What follows belongs to an exercise in optimizing a design on an open flow for small area; a production flow would make more cautious choices.
RTL that was checked went through simulation tests only; none was proved equivalent to the original.
Power and IR drop assume default switching activity.

## vb_sense
module vb_sense (
    input  wire         clk,
    input  wire         rst,
    input  wire         enable,
    input  wire         tick,
    input  wire [5:0]   s_ls,
    input  wire         s_hs,
    input  wire         hs_en,
    input  wire [95:0]  sense_fs,
    input  wire [95:0]  i_oc,
    input  wire [15:0]  hs_fs,
    input  wire [15:0]  bank_oc,
    output wire [48:0]  f_code,
    output wire [5:0]   oc_fault,
    output wire         bank_oc_fault,
    output reg          meas_valid,
    output wire [101:0] meas_x
);
Size in the first run: about 3100 cells after synthesis, about 810 flip-flops, about 400 I/O pins, about 35000 sq um of cells after synthesis.
Settings: LEC_CHECK=0, CAP_MARGIN=20, CORE_MARGIN=2, CORE_UTILIZATION=55, PLACE_DENSITY=0.7, SETUP_SLACK_MARGIN=0.3, SLEW_MARGIN=20; clock period 15.0 ns.
standard.sh (not shown) runs the stock make flow with config.mk's settings and CLKGATE_MAP_FILE= SYNTH_SCRIPT=/design/flow/synth_recipe.tcl, a recipe that flattens the netlist after the stock synthesis.
==> flow/flow/run.sh <==
#!/bin/bash
# The standard layout (standard.sh) with two changes: the ports are
# buffered by the smallest buffer (sky130_fd_sc_hd__buf_1), and clock tree
# synthesis uses clkbuf_8 sink buffers, larger sink clusters and no dummy loads.
# make's output goes to flow_make.log; each ORFS step logs under orfs/logs.
set -euo pipefail
bash standard.sh \
  "BUFFER_PORTS_ARGS=-buffer_cell sky130_fd_sc_hd__buf_1" \
  "CTS_ARGS=-sink_clustering_enable -repair_clock_nets -sink_clustering_size 18 -sink_clustering_max_diameter 50 -dont_use_dummy_load -buf_list sky130_fd_sc_hd__clkbuf_8 -root_buf sky130_fd_sc_hd__clkbuf_16" \
  finish > flow_make.log 2>&1
The starting point completed with no timing, DRC or antenna violations.
==> next run, changes <==
==> flow/flow/run.sh (replaced) <==
#!/bin/bash
# The standard layout (standard.sh) with two changes: the ports are
# buffered by the smallest buffer (sky130_fd_sc_hd__buf_1), and clock tree
# synthesis uses larger sink clusters and no dummy loads.
# make's output goes to flow_make.log; each ORFS step logs under orfs/logs.
set -euo pipefail
bash standard.sh \
  "BUFFER_PORTS_ARGS=-buffer_cell sky130_fd_sc_hd__buf_1" \
  "CTS_ARGS=-sink_clustering_enable -repair_clock_nets -sink_clustering_size 30 -sink_clustering_max_diameter 80 -dont_use_dummy_load" \
  finish > flow_make.log 2>&1
=> The new run completed without violations. Utilization came out lower by 0.37 points. Count of clock-buffer cells in the layout came out lower by 42. Setup slack gets better by 100 ps. Power came out lower by 1.9%. Synthesized cell count is unchanged.

Another version of the RTL of vb_sense (not shown whole).
For scale: roughly 400 I/O pins, about 0.035 mm^2 of cells after synthesis.
Design vb_sense, start of the top module:
module vb_sense (
    input  wire         clk,
    input  wire         rst,
    input  wire         enable,
    input  wire         tick,
    input  wire [5:0]   s_ls,
    input  wire         s_hs,
    input  wire         hs_en,
    input  wire [95:0]  sense_fs,
    input  wire [95:0]  i_oc,
    input  wire [15:0]  hs_fs,
    input  wire [15:0]  bank_oc,
    output wire [48:0]  f_code,
    output wire [5:0]   oc_fault,
    output wire         bank_oc_fault,
    output reg          meas_valid,
    output wire [101:0] meas_x
);
Settings: LEC_CHECK=0, CAP_MARGIN=20, CORE_MARGIN=2, CORE_UTILIZATION=40, PLACE_DENSITY=0.6, SLEW_MARGIN=20; clock period 15.0 ns.
==> flow/flow/run.sh <==
#!/bin/bash
# The standard layout (standard.sh) with two changes: the ports are
# buffered by the smallest buffer (sky130_fd_sc_hd__buf_1), and clock tree
# synthesis uses larger sink clusters and no dummy loads.
# make's output goes to flow_make.log; each ORFS step logs under orfs/logs.
set -euo pipefail
bash standard.sh \
  "BUFFER_PORTS_ARGS=-buffer_cell sky130_fd_sc_hd__buf_1" \
  "CTS_ARGS=-sink_clustering_enable -repair_clock_nets -sink_clustering_size 35 -sink_clustering_max_diameter 80 -dont_use_dummy_load" \
  finish > flow_make.log 2>&1
Change:
==> flow/flow/run.sh (replaced) <==
#!/bin/bash
# The standard layout (standard.sh), with the ports buffered by the
# smallest buffer (sky130_fd_sc_hd__buf_1) instead of the default choice.
# make's output goes to flow_make.log; each ORFS step logs under orfs/logs.
set -euo pipefail
bash standard.sh "BUFFER_PORTS_ARGS=-buffer_cell sky130_fd_sc_hd__buf_1" finish > flow_make.log 2>&1
Settings changed: CTS_CLUSTER_DIAMETER set to 80, CTS_CLUSTER_SIZE set to 25.
=>
- The changed run completed without violations
- synthesized area stays the same
- wire length went up slightly
- synthesized cell count stays the same
- via count went up slightly
- register-to-register slack improves by 0.06 ns
- maximum frequency went up slightly
Function was not checked in any run of this note: the RTL went through the layout flow alone.

## separate check: timing with driven ports
The flow's constraints put no driver on any port. The routed layouts listed below were extracted and timed again, unchanged, in two steps. Step 1 (the two cells are an assumption about what drives the block):
set clk [get_ports {clk}]
set_driving_cell -lib_cell sky130_fd_sc_hd__clkbuf_16 $clk
set_driving_cell -lib_cell sky130_fd_sc_hd__buf_2 [delete_from_list [all_inputs] $clk]
Step 2, shift: input delay + t, output delay - t, t = (earliest + latest rising clock arrival at the registers) / 2. This alone moves slack from input paths to output paths. Three values: ideal ports, drivers, drivers and shift; two values: the first two.
| run | t, ns | slack for setup (ns) | worst setup path after step 2 |
|---|---|---|---|
| the first run of note 1 | 0.642 | 0.237 / 0.281 / -0.361 | input to register |
| the second run of note 1 | 0.645 | 0.342 / 0.383 / -0.262 | input to register |
| the first run of note 2 | 0.652 | 0.160 / 0.198 / -0.454 | input to register |
| the second run of note 2 | 0.679 | 0.218 / 0.256 / -0.423 | input to register |
Met with ideal ports but missed after step 2: setup timing in every run listed. The setup slack of the second run of note 2, which loses most, moves by +0.038 ns with the drivers and by -0.641 ns with both steps.
